This is an optimization exercise on Yosys and OpenROAD, whose aim is small area, not a production implementation. At most, simulation tests tie the RTL to the original design; equivalence was not proved. Function not checked in run 1: the RTL went through the layout flow alone. The clock port is modelled as an ideal driver; clocking choices that lean on that would not hold on a real chip. Power and IR drop assume default switching activity.

### design/flow/flow/run.sh
#!/bin/bash
# Layout flow: the standard flow (standard.sh) with two changes made
# through ORFS's own hooks: the port buffers use the smallest buffer
# (buf_1), and after CTS the resizer sizes gates down where timing allows.
set -euo pipefail
HERE=$(pwd)
export BUFFER_PORTS_ARGS="-buffer_cell sky130_fd_sc_hd__buf_1"
export POST_CTS_TCL="$HERE/flow/post_cts.tcl"
bash standard.sh > "$HERE/standard.log" 2>&1
### design/flow/flow/post_cts.tcl
# Size gates down on paths with slack to spare.
puts "post_cts: area recovery"
log_cmd repair_timing -recover_power 100
set result [catch { detailed_placement } msg]
if { $result != 0 } {
  error "Detailed placement failed after area recovery: $msg"
}
check_placement -verbose
report_design_area
### design/flow/standard.sh
#!/bin/bash
# synth_recipe.tcl (not shown) runs the flow's synth.tcl, then flattens the netlist and writes it again
# the make line also repeats each setting of config.mk as NAME=value (left out here)
make -C /OpenROAD-flow-scripts/flow DESIGN_CONFIG=/design/flow/config.mk WORK_HOME=/design/flow/orfs CLKGATE_MAP_FILE= SYNTH_SCRIPT=/design/flow/synth_recipe.tcl "${@:-finish}"
### design/flow/config.mk
export PLATFORM = sky130hd
export DESIGN_NAME = slrx
export DESIGN_NICKNAME = slrx
export VERILOG_FILES = /design/flow/design.v
export SDC_FILE = /design/flow/constraint.sdc
export NUM_CORES = 4
export LEC_CHECK = 0
export CAP_MARGIN = 20
export CORE_MARGIN = 2
export CORE_UTILIZATION = 60
export CTS_BUF_LIST = sky130_fd_sc_hd__clkbuf_4 sky130_fd_sc_hd__clkbuf_2
export SLEW_MARGIN = 20
### design/flow/constraint.sdc
create_clock -name core_clock -period 25.0 [get_ports {clk}]
set_input_delay 5.0000 -clock core_clock [delete_from_list [all_inputs] [get_ports {clk}]]
set_output_delay 5.0000 -clock core_clock [all_outputs]
set_load 0.01 [all_outputs]
### design/flow/design.v
module slrx (
    input             clk,
    input             rst,           
    input             in_valid,      
    input      [9:0]  in_cg,
    output reg        sync,          
    output reg        cell_valid,    
    output            cell_link,     
    output     [63:0] cell_hdr,      
    output     [71:0] cell_payload,  
    output reg [31:0] cv_cnt,        
    output reg [31:0] crc_cnt,       
    output reg [31:0] stomp_cnt,     
    output reg [31:0] rx_cells,      
    output reg [15:0] abort_cnt,     
    output reg [15:0] loss_cnt       
);
    reg rd;                      
    wire [5:0] c6 = in_cg[9:4];
    wire [3:0] c4 = in_cg[3:0];
    wire [2:0] n6 = c6[0] + c6[1] + c6[2] + c6[3] + c6[4] + c6[5];
    wire [2:0] n4 = c4[0] + c4[1] + c4[2] + c4[3];
    wire rd6 = (n6 > 3'd3) ? 1'b1 : (n6 < 3'd3) ? 1'b0 :
               (c6 == 6'b000111) ? 1'b1 : (c6 == 6'b111000) ? 1'b0 : rd;
    wire rd_next = (n4 > 3'd2) ? 1'b1 : (n4 < 3'd2) ? 1'b0 :
                   (c4 == 4'b0011) ? 1'b1 : (c4 == 4'b1100) ? 1'b0 : rd6;
    wire [5:0] w6 = c6 ^ {6{rd}};
    wire [3:0] w4 = c4 ^ {4{rd6}};
    wire [2:0] m6 = w6[0] + w6[1] + w6[2] + w6[3] + w6[4] + w6[5];
    wire v6 = (m6 == 3'd4 && w6 != 6'b001111 && w6 != 6'b111100) || (m6 == 3'd3 && w6 != 6'b000111);
    wire a7 = w6 == 6'b100011 || w6 == 6'b010011 || w6 == 6'b001011;
    reg v4;
    always @* case (w4)
        4'b1011, 4'b1001, 4'b0101, 4'b1100, 4'b1101, 4'b1010, 4'b0110: v4 = 1'b1;
        4'b1110: v4 = !a7;
        4'b0111: v4 = a7;
        default: v4 = 1'b0;
    endcase
    wire is_data = v6 && v4;
    wire [9:0] w = in_cg ^ {10{rd}};
    wire is_comma = w == 10'b001111_1010;
    wire is_sdc   = w == 10'b110110_1000;
    wire is_sdl   = w == 10'b101110_1000;
    wire is_abort = w == 10'b011110_1000;
    wire flip = (n6 < 3'd3) || c6 == 6'b000111;
    wire [5:0] q = c6 ^ {6{flip}};
    reg [4:0] corr;
    always @* case (q)
        6'b100111: corr = 5'b11001;
        6'b011101, 6'b101101, 6'b110101, 6'b111001: corr = 5'b01111;
        6'b010111: corr = 5'b10101;
        6'b011011: corr = 5'b00110;
        6'b110011: corr = 5'b01011;
        6'b101011: corr = 5'b01010;
        default: corr = 5'b00000;
    endcase
    wire [4:0] dx = {q[1], q[2], q[3], q[4], q[5]} ^ corr;
    reg [2:0] dy;
    always @* case (c4)
        4'b1011, 4'b0100: dy = 3'd0;
        4'b1001:          dy = 3'd1;
        4'b0101:          dy = 3'd2;
        4'b1100, 4'b0011: dy = 3'd3;
        4'b1101, 4'b0010: dy = 3'd4;
        4'b1010:          dy = 3'd5;
        4'b0110:          dy = 3'd6;
        default:          dy = 3'd7;
    endcase
    wire [7:0] dec_byte = {dy, dx};
    wire is_start = is_sdc || is_sdl;
    wire is_cv    = !(is_data || is_comma || is_start || is_abort);
    reg        armed;            
    reg [5:0]  gcnt;             
    reg [4:0]  age1, age2, age3;   
    function [4:0] age_inc(input [4:0] a);
        age_inc = (a == 5'd31) ? 5'd31 : a + 5'd1;
    endfunction
    wire lose_sync = (is_cv && age3 != 5'd31) || (!is_comma && gcnt == 6'd63);
    reg        in_cell;
    reg [4:0]  pos;              
    reg        cur_link;
    reg [135:0] cbuf;            
    reg [15:0] crc;
    function [15:0] crc16_byte(input [15:0] c, input [7:0] d);
        reg [15:0] r;
        integer k;
        begin
            r = c ^ {d, 8'h00};
            for (k = 0; k < 8; k = k + 1)
                r = r[15] ? ((r << 1) ^ 16'h1021) : (r << 1);
            crc16_byte = r;
        end
    endfunction
    wire pos_body = !(pos[4:1] == 4'b1111);     
    wire pos_b18  = pos == 5'd30;
    wire pos_b19  = pos == 5'd31;
    wire [15:0] chk   = {crc[15:8] ^ dec_byte, crc[7:0]};
    wire crc_good     = chk == 16'h0000;
    wire crc_stomp    = chk == 16'hFFFF;
    assign cell_hdr     = cbuf[63:0];
    assign cell_payload = cbuf[135:64];
    assign cell_link    = cur_link;
    wire frame   = in_valid && sync && !lose_sync;   
    wire judge   = frame && in_cell && is_data && pos_b19;
    always @(posedge clk) begin
        if (in_valid) begin
            if (is_start) begin
                pos      <= 5'd13;
                crc      <= 16'hFFFF;
                cur_link <= is_sdl;
            end else begin
                pos <= pos + 5'd1;
                if (pos_body)
                    crc <= crc16_byte(crc, dec_byte);
                else
                    crc[7:0] <= crc[7:0] ^ dec_byte;
            end
            if (pos_body)
                cbuf <= {dec_byte, cbuf[135:8]};
        end
    end
    always @(posedge clk) begin
        if (!sync || (in_valid && sync && (lose_sync || !is_data || pos_b19)))
            in_cell <= 1'b0;
        if (frame && is_start)
            in_cell <= 1'b1;
    end
    always @(posedge clk) begin
        if (!sync) begin
            age1 <= 5'd31;
            age2 <= 5'd31;
            age3 <= 5'd31;
        end else if (in_valid) begin
            if (is_cv) begin
                age1 <= 5'd0;
                age2 <= age_inc(age1);
                age3 <= age_inc(age2);
            end else begin
                age1 <= age_inc(age1);
                age2 <= age_inc(age2);
                age3 <= age_inc(age3);
            end
        end
    end
    always @(posedge clk) begin
        if (in_valid)
            gcnt <= (sync ? is_comma : (is_cv || !armed)) ? 6'd0 : gcnt + 6'd1;
    end
    wire inc_cv    = in_valid && sync && is_cv;
    wire inc_loss  = in_valid && sync && lose_sync && !(&loss_cnt);
    wire in_frame  = frame && in_cell;
    wire inc_crc   = in_frame && (is_start || is_comma || (judge && !crc_good && !crc_stomp));
    wire inc_abort = in_frame && is_abort && !(&abort_cnt);
    wire inc_rx    = judge && crc_good;
    wire inc_stomp = judge && crc_stomp;
    function [31:0] bump32(input [31:0] q, input en, input clr);
        reg t;
        integer k;
        begin
            t = en;
            for (k = 0; k < 32; k = k + 1) begin
                bump32[k] = ~clr & (q[k] ^ t);
                t = t & q[k];
            end
        end
    endfunction
    function [15:0] bump16(input [15:0] q, input en, input clr);
        reg t;
        integer k;
        begin
            t = en;
            for (k = 0; k < 16; k = k + 1) begin
                bump16[k] = ~clr & (q[k] ^ t);
                t = t & q[k];
            end
        end
    endfunction
    always @(posedge clk) begin
        cv_cnt    <= bump32(cv_cnt,    inc_cv,    rst);
        crc_cnt   <= bump32(crc_cnt,   inc_crc,   rst);
        stomp_cnt <= bump32(stomp_cnt, inc_stomp, rst);
        rx_cells  <= bump32(rx_cells,  inc_rx,    rst);
        abort_cnt <= bump16(abort_cnt, inc_abort, rst);
        loss_cnt  <= bump16(loss_cnt,  inc_loss,  rst);
    end
    always @(posedge clk) begin
        if (rst) begin
            sync       <= 1'b0;
            armed      <= 1'b0;
            rd         <= 1'b0;
            cell_valid <= 1'b0;
        end else begin
            cell_valid <= judge && crc_good && cbuf[15:12] < 4'hA;
            if (in_valid) begin
                rd <= rd_next;
                if (!sync) begin
                    if (is_cv)
                        armed <= 1'b0;
                    else if (armed) begin
                        if (gcnt == 6'd63) begin
                            sync  <= 1'b1;
                            armed <= 1'b0;
                        end
                    end else if (is_comma)
                        armed <= 1'b1;
                end else if (lose_sync)
                    sync <= 1'b0;
            end
        end
    end
endmodule
==> results of run 1 <==
[report_power, final]
group	leakage, nW	switching (mW)	internal, mW	total (mW)
combinational	3.74	0.139	0.102	0.240
clock	0.696	0.223	0.266	0.489
sequential	3.05	0.0260	0.647	0.673
[registers in the layout, indices dropped and copies added (netlist names)]
register / flops
crc_cnt: 32
rd: 1
sync: 1
age2: 5
pos: 5
stomp_cnt: 32
armed: 1
abort_cnt: 16
rx_cells: 32
age3: 5
cell_valid: 1
gcnt: 6
loss_cnt: 16
in_cell: 1
cbuf: 136
cv_cnt: 32
age1: 5
cur_link: 1
crc: 16
[metal layers]
layer / global-route usage (%) / share of wire [%]
met1: 29.1 / 42
met2: 39.0 / 49
met3: 6.49 / 6.2
met4: 9.42 / 2.7
met5: 0 / 0
[area by class of cell]
type,instances,area [µm²]
diodes,2,5.00
fillers,1816,6890
clock buffers,133,998
well taps,324,405
clock inverters,27,189
inverters,30,113
flip-flops and latches,344,8530
repair buffers,323,1300
multi-input cells,737,5750
[worst paths after layout]
kind                                     to      from  slack [ns]  cells after the start
worst max-delay path            crc_cnt[30]  in_cg[7]        9.60                     51
worst min-delay path               cbuf[40]  cbuf[48]        0.42                      0
worst max register to register   cv_cnt[31]        rd       14.53                     48
worst min register to register     cbuf[40]  cbuf[48]        0.42                      0
[layout by cell type, fill, tap and decap left out, types with 4 or more instances in the layout]
cell / Yosys / layout
buf_1: 1 / 301
dfxtp_1: 180 / 180
ha_1: 172 / 172
edfxtp_1: 164 / 164
nor2b_1: 161 / 162
clkbuf_4: 0 / 136
nand2_1: 66 / 66
nor2_1: 56 / 55
xnor2_1: 34 / 37
a21oi_1: 31 / 31
inv_1: 26 / 28
nand3_1: 21 / 21
xor2_1: 20 / 21
clkinv_1: 0 / 19
nand4_1: 17 / 17
o21ai_0: 10 / 16
mux2i_1: 14 / 14
clkbuf_1: 30 / 11
nor4_1: 9 / 9
nor3_1: 9 / 9
o22ai_1: 6 / 8
nand2b_1: 7 / 7
or2_2: 6 / 6
o211ai_1: 6 / 6
a31oi_1: 6 / 6
fa_1: 6 / 6
o21ai_1: 9 / 4
and2_1: 6 / 4
[critical path: cells and delay by family]
kind            cells  cell delay (ns)
compound gates      5             1.54
fa+ha+maj          35             7.27
xor+xnor            1             0.33
simple gates        6             1.02
buf+inv             4             0.77
[cell families after synthesis]
family / after synthesis / synth area share (%)
compound gates: 99 / 4.51
flops: 344 / 58.2
buf+inv: 73 / 2.09
mux: 16 / 1.11
simple gates: 383 / 14.5
fa+ha+maj: 178 / 15.5
xor+xnor: 61 / 4.09
==> flow_summary_export.csv, run 1 <==
group,metric,value,unit
route,drc,0,
clock_tree,clk_latency,0.73,ns
worst_setup_path,worst_path_most_repeated_cell,"ha_1",
timing,rsz0062_at_grt,"no",
yosys,syn_inst,1154,
yosys,ys.flop_type,"dfxtp_1",
global_routing,overflow,0,
yosys,yosys.area.top_type,"edfxtp_1",
worst_setup_path,cp.arrival,15.92,ns
final_layout,final_cell_area,17300,µm²
power_and_ir_drop,power_density,81.1,nW/µm²
yosys,netlist_area,14600,µm²
clock_tree,cts_tree,"yes",
yosys,synth_seq_area_share,58.2,%
timing,hold_viol_final,0,
timing,fmax,0.0649,GHz
yosys,async_flop_share,0,%
place,dpl.cell_count,1755,
timing,max_slew_margin,29.0,%
yosys,yosys.cell_count.top_type,"dfxtp_1",
worst_setup_path,cp-end-kind,"flip-flop",
final_layout,instances_no_fill,1920,
global_routing,grt_pass1_wl,47900,µm
run,cap_viol_max_count,0,
final_layout,drive_above_1_share,10.7,%
floorplan,core-area,24200,µm²
floorplan,fp.dieH,160,µm
final_layout,final_util,71.5,%
min_path,hold_class,"reg2reg",
timing,finalMaxSlewViolations,0,
global_routing,grt_usage,23.4,%
place,place_area,16100,µm²
yosys,synth_area_leaders,"edfxtp_1 34%, dfxtp_1 25%, ha_1 15%, nor2b_1 6.9%, xnor2_1 2.0%",
route,routedWlPerCell,16.0,µm
run_status,status,"timing/DRC/antenna clean",
floorplan,dieArea,25700,µm²
global_routing,antenna_found_initial,1,
timing,layout_setup_ws,9.60,ns
global_routing,first_global_vias,9308,
timing,period_needed,15.40,ns
route,wl,30600,µm
yosys,synth_warnings,1,
yosys,avgSynthCellArea,12.7,µm²
floorplan,ioPinCount,312,
route,drt-vias-per-instance,5.15,
place,port_buffers,311,
place,post-place-ws,9.45,ns
timing,fin_worst_skew,0.0612,ns
yosys,synth_cell_types,71,
timing,tightest_slew,1.07,ns
yosys,synth_edf_count,164,
yosys,synth_top_area_share,33.6,%
global_routing,grt_max_degree,94,
power_and_ir_drop,p_total,1.40,mW
clock_tree,cts.sinks,344,
worst_setup_path,crit_slowest_cell,"a2111oi_0",
worst_setup_path,critPathMaxStageDelay,0.72,ns
power_and_ir_drop,ir_worst_vdd,0.0429,mV
worst_setup_path,path_class,"in2reg",
worst_setup_path,cp_max_fo,17,
route,drt_first_pass_iters,5,
final_layout,syn_to_final_growth,18.0,%
route,antenna_left,0,
yosys,synth_nets,1345,
timing,hold_ws,0.422,ns
final_layout,fin_nets,1715,
yosys,yosys_register_bits,344,
timing,fin_setup_tns,0,ns
yosys,ys_top_cells_by_count,"180 x dfxtp_1, 172 x ha_1, 164 x edfxtp_1",
power_and_ir_drop,p_leak,7.48,nW
place,gp_congestion,0.862,
clock_tree,cts.reportedPaths.clkPinSlew,0.07,ns
floorplan,num_rows,57,
route,vias,9885,
worst_setup_path,required,25.52,ns
timing,finalCritPeriodShare,61.6,%
worst_setup_path,cp-start-kind,"primary input",
floorplan,die-width,160,µm
route,drt_iter0_markers,511,
floorplan,start_util,60.6,%
timing,setup_viol_count_final,0,
place,hpwl,22300,µm
==> inputs of run 2 (changes only) <==
--- a/design/flow/design.v
+++ b/design/flow/design.v
@@ -18,43 +18,48 @@
     reg rd;                      
     wire [5:0] c6 = in_cg[9:4];
     wire [3:0] c4 = in_cg[3:0];
-    wire [2:0] n6 = c6[0] + c6[1] + c6[2] + c6[3] + c6[4] + c6[5];
-    wire [2:0] n4 = c4[0] + c4[1] + c4[2] + c4[3];
-    wire rd6 = (n6 > 3'd3) ? 1'b1 : (n6 < 3'd3) ? 1'b0 :
-               (c6 == 6'b000111) ? 1'b1 : (c6 == 6'b111000) ? 1'b0 : rd;
-    wire rd_next = (n4 > 3'd2) ? 1'b1 : (n4 < 3'd2) ? 1'b0 :
-                   (c4 == 4'b0011) ? 1'b1 : (c4 == 4'b1100) ? 1'b0 : rd6;
+    localparam [63:0] RD6_POS = 64'hfee8e880e8808080;    
+    localparam [63:0] RD6_KEEP = 64'h0016166816686800;   
+    localparam [15:0] RD4_POS = 16'he888;
+    localparam [15:0] RD4_KEEP = 16'h0660;
+    localparam [63:0] V6_TAB = 64'h077e7ee87ee86800;     
+    localparam [15:0] V4_TAB = 16'h3e60;      
+    wire rd6 = RD6_POS[c6] | (RD6_KEEP[c6] & rd);
+    wire rd_next = RD4_POS[c4] | (RD4_KEEP[c4] & rd6);
     wire [5:0] w6 = c6 ^ {6{rd}};
     wire [3:0] w4 = c4 ^ {4{rd6}};
-    wire [2:0] m6 = w6[0] + w6[1] + w6[2] + w6[3] + w6[4] + w6[5];
-    wire v6 = (m6 == 3'd4 && w6 != 6'b001111 && w6 != 6'b111100) || (m6 == 3'd3 && w6 != 6'b000111);
+    wire v6 = V6_TAB[w6];
     wire a7 = w6 == 6'b100011 || w6 == 6'b010011 || w6 == 6'b001011;
-    reg v4;
-    always @* case (w4)
-        4'b1011, 4'b1001, 4'b0101, 4'b1100, 4'b1101, 4'b1010, 4'b0110: v4 = 1'b1;
-        4'b1110: v4 = !a7;
-        4'b0111: v4 = a7;
-        default: v4 = 1'b0;
-    endcase
+    wire v4 = V4_TAB[w4] | (w4 == 4'b1110 & !a7) | (w4 == 4'b0111 & a7);
     wire is_data = v6 && v4;
     wire [9:0] w = in_cg ^ {10{rd}};
     wire is_comma = w == 10'b001111_1010;
     wire is_sdc   = w == 10'b110110_1000;
     wire is_sdl   = w == 10'b101110_1000;
     wire is_abort = w == 10'b011110_1000;
-    wire flip = (n6 < 3'd3) || c6 == 6'b000111;
-    wire [5:0] q = c6 ^ {6{flip}};
-    reg [4:0] corr;
-    always @* case (q)
-        6'b100111: corr = 5'b11001;
-        6'b011101, 6'b101101, 6'b110101, 6'b111001: corr = 5'b01111;
-        6'b010111: corr = 5'b10101;
-        6'b011011: corr = 5'b00110;
-        6'b110011: corr = 5'b01011;
-        6'b101011: corr = 5'b01010;
-        default: corr = 5'b00000;
-    endcase
-    wire [4:0] dx = {q[1], q[2], q[3], q[4], q[5]} ^ corr;
+    wire ca = c6[5], cb = c6[4], cc = c6[3], cd = c6[2], ce = c6[1], ci = c6[0];
+    wire aeqb = ~(ca ^ cb), ceqd = ~(cc ^ cd), eeqi = ~(ce ^ ci);
+    wire p22 = (ca & cb & ~cc & ~cd) | (cc & cd & ~ca & ~cb) | (~aeqb & ~ceqd);
+    wire p13 = (~aeqb & ~cc & ~cd) | (~ceqd & ~ca & ~cb);
+    wire p31 = (~aeqb & cc & cd) | (~ceqd & ca & cb);
+    wire p22bceeqi   = p22 & cb & cc & eeqi;
+    wire p22bncneeqi = p22 & ~cb & ~cc & eeqi;
+    wire p22aceeqi   = p22 & ca & cc & eeqi;
+    wire p22ancneeqi = p22 & ~ca & ~cc & eeqi;
+    wire p13in  = p13 & ~ci;
+    wire p31i   = p31 & ci;
+    wire p13dei = p13 & cd & ce & ci;
+    wire p13en  = p13 & ~ce;
+    wire anbnenin = ~ca & ~cb & ~ce & ~ci;
+    wire abei     = ca & cb & ce & ci;
+    wire cndnenin = ~cc & ~cd & ~ce & ~ci;
+    wire common = p31i | p13dei | p13en | cndnenin;
+    wire [4:0] dx;
+    assign dx[0] = ca ^ (p22bncneeqi | p22ancneeqi | abei | common);
+    assign dx[1] = cb ^ (p22bceeqi | p22aceeqi | abei | common);
+    assign dx[2] = cc ^ (p22bceeqi | p22ancneeqi | anbnenin | common);
+    assign dx[3] = cd ^ (p22bncneeqi | p22aceeqi | abei | common);
+    assign dx[4] = ce ^ (p22bncneeqi | p13in | p13dei | p22ancneeqi | p13en | anbnenin | cndnenin);
     reg [2:0] dy;
     always @* case (c4)
         4'b1011, 4'b0100: dy = 3'd0;
==> design/flow/flow/run.sh (replaced) <==
#!/bin/bash
# Layout flow: the standard flow (standard.sh, standard synthesis
# unchanged) with three changes made through ORFS's own variables and hooks:
#  - the port buffers use the smallest buffer, buf_1;
#  - the clock tree uses clkbuf_4 with small sink clusters and no dummy loads;
#  - after CTS the resizer sizes gates down where timing allows.
set -euo pipefail
HERE=$(pwd)
export BUFFER_PORTS_ARGS="-buffer_cell sky130_fd_sc_hd__buf_1"
export CTS_ARGS="-sink_clustering_enable -repair_clock_nets -dont_use_dummy_load -sink_clustering_size 10 -sink_clustering_max_diameter 50 -buf_list sky130_fd_sc_hd__clkbuf_4"
export POST_CTS_TCL="$HERE/flow/post_cts.tcl"
bash standard.sh > "$HERE/standard.log" 2>&1
--- a/design/flow/config.mk
+++ b/design/flow/config.mk
@@ -8,5 +8,4 @@
 export CAP_MARGIN = 20
 export CORE_MARGIN = 2
 export CORE_UTILIZATION = 60
-export CTS_BUF_LIST = sky130_fd_sc_hd__clkbuf_4 sky130_fd_sc_hd__clkbuf_2
 export SLEW_MARGIN = 20
==> run 2 against run 1 <==
Against the previous run:
- still clean
- first-iteration DRC count down 2.3%
- sequential power down 0.9%
- cell area down 6.7%
- clock skew up 0.051 ns
- utilization down 2.8 points
- final cell count down 9.3%
- worst setup slack better by 0.61 ns
- highest routed layer unchanged
==> flow_summary_export.csv, run 2 <==
group,metric,value,unit
run_status,status,"timing/DRC/antenna clean",
worst_setup_path,worst_path_most_repeated_cell,"ha_1",
floorplan,start_util,61.0,%
global_routing,grt_max_degree,99,
final_layout,fillers,1846,
worst_setup_path,r2r-end,"crc_cnt[30]",
yosys,yosys_register_bits,344,
yosys,synth_area_leaders,"edfxtp_1 34%, dfxtp_1 25%, ha_1 15%, nor2b_1 6.8%, xnor2_1 1.8%",
floorplan,fp.dieH,158,µm
worst_setup_path,crit_slowest_cell,"clkbuf_1",
final_layout,drive_above_1_share,4.72,%
place,port_buffers,311,
timing,period_needed,14.79,ns
yosys,yosys.area.top_type,"edfxtp_1",
run,cap_viol_max_count,0,
yosys,synth_cell_types,72,
power_and_ir_drop,ir_worst_vdd,0.0366,mV
timing,tightest_slew,1.06,ns
place,hpwl,20800,µm
min_path,hold_class,"reg2reg",
timing,fmax,0.0676,GHz
route,drt_first_pass_iters,5,
final_layout,final_cell_mix,"306 x buf_1, 180 x dfxtp_1, 171 x ha_1",
final_layout,largest_reg_flops,136,
floorplan,core-area,23500,µm²
clock_tree,cts.reportedPaths.clkPinSlew,0.11,ns
worst_setup_path,r2r_cells,41,
yosys,avgSynthCellArea,13.0,µm²
min_path,hold-path-endpoint,"cbuf[115]",
timing,fin_setup_tns,0,ns
power_and_ir_drop,power_density,66.9,nW/µm²
timing,setup_viol_count_final,0,
min_path,holdPathStages,0,
global_routing,antenna_found_initial,1,
yosys,synth_nets,1283,
route,highest_layer,"met4",
yosys,synth_warnings,1,
worst_setup_path,cp_max_fo,24,
route,antenna_left,0,
final_layout,final_common_cell,"buf_1",
worst_setup_path,cp-start-kind,"primary input",
floorplan,ioPinCount,312,
yosys,synth_top_area_share,34.4,%
yosys,netlist_area,14300,µm²
route,wl,28700,µm
worst_setup_path,critPathMaxStageDelay,0.78,ns
yosys,ys.flop_type,"dfxtp_1",
timing,finalCritPeriodShare,59.2,%
yosys,syn_inst,1099,
worst_setup_path,setup.worst_path.start,"in_cg[6]",
global_routing,grt_usage,21.6,%
route,drt_iter0_markers,499,
clock_tree,cts.sinks,344,
final_layout,top_register,"cbuf",
worst_setup_path,reg2reg_slack,15.65,ns
route,routedWlPerCell,16.5,µm
place,gp_congestion,0.846,
final_layout,regArea,8530,µm²
worst_setup_path,cp-end-kind,"flip-flop",
route,met3_wirelength,2110,µm
timing,hold_viol_final,0,
final_layout,fin_nets,1606,
power_and_ir_drop,p_leak,6.85,nW
route,vias,9326,
timing,rsz0062_at_grt,"no",
final_layout,multi_input_area,5540,µm²
global_routing,first_global_vias,8388,
worst_setup_path,r2r-start,"rd",
clock_tree,clk_latency,0.66,ns
floorplan,dieArea,25100,µm²
worst_setup_path,cp.arrival,15.33,ns
floorplan,num_rows,56,
worst_setup_path,required,25.54,ns
worst_setup_path,path_class,"in2reg",
yosys,synth_seq_area_share,59.6,%
min_path,hp-start,"cbuf[123]",
route,drt-vias-per-instance,5.36,
route,met1_length,12400,µm
floorplan,die-width,158,µm
yosys,ys_top_cells_by_count,"180 x dfxtp_1, 171 x ha_1, 164 x edfxtp_1",
global_routing,grt_pass1_wl,42900,µm
yosys,async_flop_share,0,%
timing,finalMaxSlewViolations,0,
route,drc,0,
yosys,synth_edf_count,164,
route,wl_met2,13700,µm
timing,fin_worst_skew,0.112,ns
global_routing,overflow,0,
timing,max_slew_margin,29.2,%
clock_tree,cts_tree,"yes",
power_and_ir_drop,p_total,1.08,mW
yosys,yosys.cell_count.top_type,"dfxtp_1",
final_layout,syn_to_final_growth,12.7,%
-- run 2: layer usage --
layer | track usage (%) | vias up
met2 | 35.9 | 302
li1 | - | 4600
met1 | 28.4 | 4383
met4 | 6.26 | 0
met3 | 4.95 | 41
met5 | 0 | -
-- run 2: worst max path at each step --
stage,slack (ns),to
floorplan,11.09,crc_cnt[30]
global placement,10.36,crc_cnt[30]
detailed placement,10.03,crc_cnt[30]
global route,9.64,crc_cnt[31]
finish,10.21,crc_cnt[30]
-- run 2: kinds of logic after synthesis --
| family | synth area share, % |
|---|---|
| muxes | 1.12 |
| adders and majority gates | 15.2 |
| AOI/OAI and AO/OA | 4.95 |
| buffers and inverters | 1.71 |
| and+or+nand+nor | 13.9 |
| xor gates and xnor gates | 3.64 |
| DFF | 59.6 |
-- run 2: area by class of cell --
type                       instances  share of cell area [%]
multi-input combinational        692                    34.3
timing repair buffer             323                    7.93
inverter                          20                   0.465
antenna                            2                  0.0310
clock buffer                      41                    1.91
sequential                       344                    52.9
tap                              319                    2.47
-- run 2: worst max-delay path: cells and delay by family --
kind | cells | cell delay, ns
AO/OA/AOI/OAI | 3 | 0.59
adder cells (fa/ha/maj) | 32 | 6.17
AND/OR/NAND/NOR | 6 | 1.99
XOR/XNOR | 1 | 0.37
buffers and inverters | 3 | 1.22
-- run 2: stage by stage --
step	area, µm²	worst slack, ns	hold slack [ns]	util (%)	cells
floorplan	14300	11.09	0.452	-	1099
global placement	15800	10.36	0.425	67.3	1696
detailed placement	15800	10.03	0.431	67.3	1696
global route	16100	9.64	0.434	68.7	1741
finish	16100	10.21	0.408	68.7	1741
-- run 2: report_power, final --
group	internal, mW	switching (mW)
Sequential	0.641	0.0263
Clock	0.0758	0.164
Combinational	0.0762	0.0968
==> inputs of run 3 (changes only) <==
==> design/flow/flow/run.sh (replaced) <==
#!/bin/bash
# Layout flow: the standard flow (standard.sh) with these changes:
#  - synthesis is ORFS's synthesis script unchanged except for the ABC
#    mapping script, which maps for area (strash; dch; amap) instead of
#    delay; the registers come out as in the standard synthesis;
#  - the port buffers use the smallest buffer, buf_1;
#  - the clock tree uses clkbuf_4 with small sink clusters and no dummy loads;
#  - after CTS the resizer sizes gates down where timing allows.
# Each step's full output goes to a log file in this folder.
set -euo pipefail
HERE=$(pwd)
rm -rf "$HERE/area_scripts"
mkdir -p "$HERE/area_scripts"
cp -r "$FLOW_HOME/scripts/." "$HERE/area_scripts/"
cp "$HERE/flow/abc_map.script" "$HERE/area_scripts/abc_speed.script"
SCRIPTS_DIR="$HERE/area_scripts" bash standard.sh synth > "$HERE/synth.log" 2>&1
export BUFFER_PORTS_ARGS="-buffer_cell sky130_fd_sc_hd__buf_1"
export CTS_ARGS="-sink_clustering_enable -repair_clock_nets -dont_use_dummy_load -sink_clustering_size 10 -sink_clustering_max_diameter 50 -buf_list sky130_fd_sc_hd__clkbuf_4"
export POST_CTS_TCL="$HERE/flow/post_cts.tcl"
bash standard.sh > "$HERE/standard.log" 2>&1
==> design/flow/flow/abc_map.script (new file) <==
strash
dch
amap
==> run 3 against run 2 <==
Against the previous run:
- worst setup slack worse by 0.74 ns
- synthesized area decreased by 4.3%
- first-iteration DRC count is 14% higher
- die area is 4.2% lower
- clock power is essentially flat
- combinational power is 37% lower
- critical path type unchanged
==> flow_summary_export.csv, run 3 <==
group,metric,value,unit
run_status,status,"timing/DRC/antenna clean",
clock_tree,cts.sinks,344,
timing,hold_viol_final,0,
power_and_ir_drop,seq_power_share,64.9,%
floorplan,dieArea,24100,µm²
route,routedWlPerCell,16.9,µm
power_and_ir_drop,p_int,0.732,mW
power_and_ir_drop,ir_worst_vdd,0.0332,mV
yosys,avgSynthCellArea,12.9,µm²
timing,fin_worst_skew,0.0723,ns
yosys,synth_cell_types,40,
worst_setup_path,path_class,"in2reg",
place,hpwl,21700,µm
final_layout,final_cell_mix,"304 x buf_1, 180 x dfxtp_1, 171 x ha_1",
floorplan,die-width,155,µm
place,post-place-ws,8.76,ns
yosys,async_flop_share,0,%
timing,setup_viol_count_final,0,
timing,tightest_slew,1.04,ns
timing,max_slew_margin,30.9,%
global_routing,overflow,0,
yosys,ys_top_cells_by_count,"180 x dfxtp_1, 171 x ha_1, 164 x edfxtp_1",
yosys,synth_top_area_share,35.9,%
global_routing,grt_usage,23.3,%
final_layout,final_util,69.5,%
yosys,synth_seq_area_share,62.2,%
run,cap_viol_max_count,0,
floorplan,core-area,22500,µm²
worst_setup_path,critPathMaxStageDelay,0.67,ns
yosys,ys.flop_type,"dfxtp_1",
timing,finalMaxSlewViolations,0,
route,wl,28800,µm
yosys,syn_inst,1058,
power_and_ir_drop,p_sw,0.254,mW
timing,layout_setup_ws,9.46,ns
power_and_ir_drop,power_frac_clock,24.1,%
final_layout,instances_no_fill,1702,
final_layout,fin_nets,1602,
power_and_ir_drop,power_density,63.1,nW/µm²
route,drc,0,
route,drt_first_pass_iters,5,
global_routing,grt_pass1_wl,44200,µm
power_and_ir_drop,p_leak,6.51,nW
timing,finalCritPeriodShare,62.1,%
yosys,synth_warnings,1,
yosys,synth_nets,1242,
route,drt_iter0_markers,569,
global_routing,grt_max_degree,94,
floorplan,num_rows,55,
min_path,hold_class,"reg2reg",
worst_setup_path,required,25.50,ns
route,drt-vias-per-instance,5.44,
worst_setup_path,r2r_cells,50,
final_layout,largest_reg_flops,136,
worst_setup_path,crit_slowest_cell,"clkbuf_1",
clock_tree,cts_tree,"yes",
floorplan,ioPinCount,312,
place,port_buffers,311,
final_layout,final_common_cell,"buf_1",
final_layout,syn_to_final_growth,14.1,%
timing,rsz0062_at_grt,"no",
yosys,synth_area_leaders,"edfxtp_1 36%, dfxtp_1 26%, ha_1 16%, nor2b_1 7.4%, nor2_1 2.1%",
timing,fmax,0.0644,GHz
power_and_ir_drop,p_sw_share,25.7,%
min_path,holdPathStages,0,
yosys,yosys_register_bits,344,
yosys,netlist_area,13700,µm²
final_layout,top_register,"cbuf",
place,dpl.cell_count,1659,
timing,hold_ws,0.389,ns
worst_setup_path,cp_max_fo,19,
timing,period_needed,15.54,ns
global_routing,antenna_found_initial,1,
yosys,synth_edf_count,164,
yosys,yosys.area.top_type,"edfxtp_1",
worst_setup_path,worst_path_most_repeated_cell,"ha_1",
worst_setup_path,cp.arrival,16.03,ns
floorplan,fp.dieH,155,µm
route,vias,9266,
place,gp_congestion,0.923,
timing,fin_setup_tns,0,ns
final_layout,drive_above_1_share,3.46,%
power_and_ir_drop,pwr-share-comb,11.0,%
global_routing,first_global_vias,8436,
clock_tree,clk_latency,0.67,ns
worst_setup_path,cp-start-kind,"primary input",
floorplan,start_util,60.9,%
worst_setup_path,cp-end-kind,"flip-flop",
yosys,yosys.cell_count.top_type,"dfxtp_1",
clock_tree,cts.reportedPaths.clkPinSlew,0.10,ns
route,antenna_left,0,
-- run 3: final timing paths --
check             startpoint     endpoint  slack (ns)
setup / recovery    in_cg[7]  crc_cnt[30]        9.46
setup reg to reg          rd  crc_cnt[30]       13.46
hold reg to reg    cbuf[102]     cbuf[94]        0.39
hold / removal     cbuf[102]     cbuf[94]        0.39
-- run 3: routing by layer --
layer | track usage, % | wire length (µm) | share of wire, %
met4 | 8.60 | 986 | 3.4
met5 | 0 | 0 | 0
met1 | 28.5 | 11500 | 40
met2 | 40.3 | 14100 | 49
met3 | 5.68 | 2190 | 7.6
-- run 3: final cells by class --
cell class,count,area [µm²]
Antenna cell,1,2.50
Clock buffer,40,300
Fill cell,1758,6870
Inverter,67,251
Multi-Input combinational cell,647,4930
Sequential cell,344,8530
Tap cell,285,357
Timing Repair Buffer,318,1260
-- run 3: kinds of logic (layout without fill, tap and decap cells) --
group / Yosys count / after routing / share of synthesized area (%)
flops: 344 / 344 / 62.2
simple gates: 323 / 323 / 12.7
fa+ha+maj: 171 / 171 / 15.6
compound gates: 153 / 153 / 7.56
buf+inv: 67 / 425 / 1.84
other cells: 0 / 1 / 0
-- run 3: critical path: cells and delay by family --
kind / cells / cell delay, ns
simple gates: 11 / 2.03
compound gates: 3 / 0.99
fa+ha+maj: 31 / 5.61
buf+inv: 6 / 2.43
-- run 3: power by group through the flow --
| stage | clock [mW] | combinational [mW] | sequential [mW] |
|---|---|---|---|
| after floorplan | 0 | 0.0597 | 0.660 |
| after global placement | 0 | 0.106 | 0.651 |
| final | 0.237 | 0.109 | 0.640 |
| after global routing | 0.270 | 0.120 | 0.643 |
| after detailed placement | 0 | 0.107 | 0.653 |
-- run 3: through the flow --
step           total power, mW  area (µm²)
5_1_grt                   1.03       15600
3_3_place_gp             0.757       15300
3_5_place_dp             0.759       15300
6_report                 0.986       15600
2_1_floorplan            0.720       13700

==> what the ideal ports hide <==
In the flow no input, the clock included, has a driving cell. The finished layouts below were timed again as built, in two steps.
Step 1, drivers: a clkbuf_16 drives clk and a buf_2 each remaining input, both assumed.
Step 2 also shifts input and output timing later by t, the mid clock arrival at the registers, as if the neighbouring blocks saw the same clock.
Slacks: ideal ports / drivers / drivers and shift; pairs: ideal ports / drivers.
run | t (ns) | setup WS [ns] | worst setup path after step 2
run 1 | 0.745 | 9.600 / 9.621 / 8.876 | input to register
run 2 | 0.652 | 10.207 / 10.230 / 9.578 | input to register
run 3 | 0.673 | 9.465 / 9.485 / 8.811 | input to register
After both steps setup and hold are still met in every run listed. For run 1, which loses most, drivers alone change the setup slack by +0.021 ns; drivers and shift together by -0.724 ns.
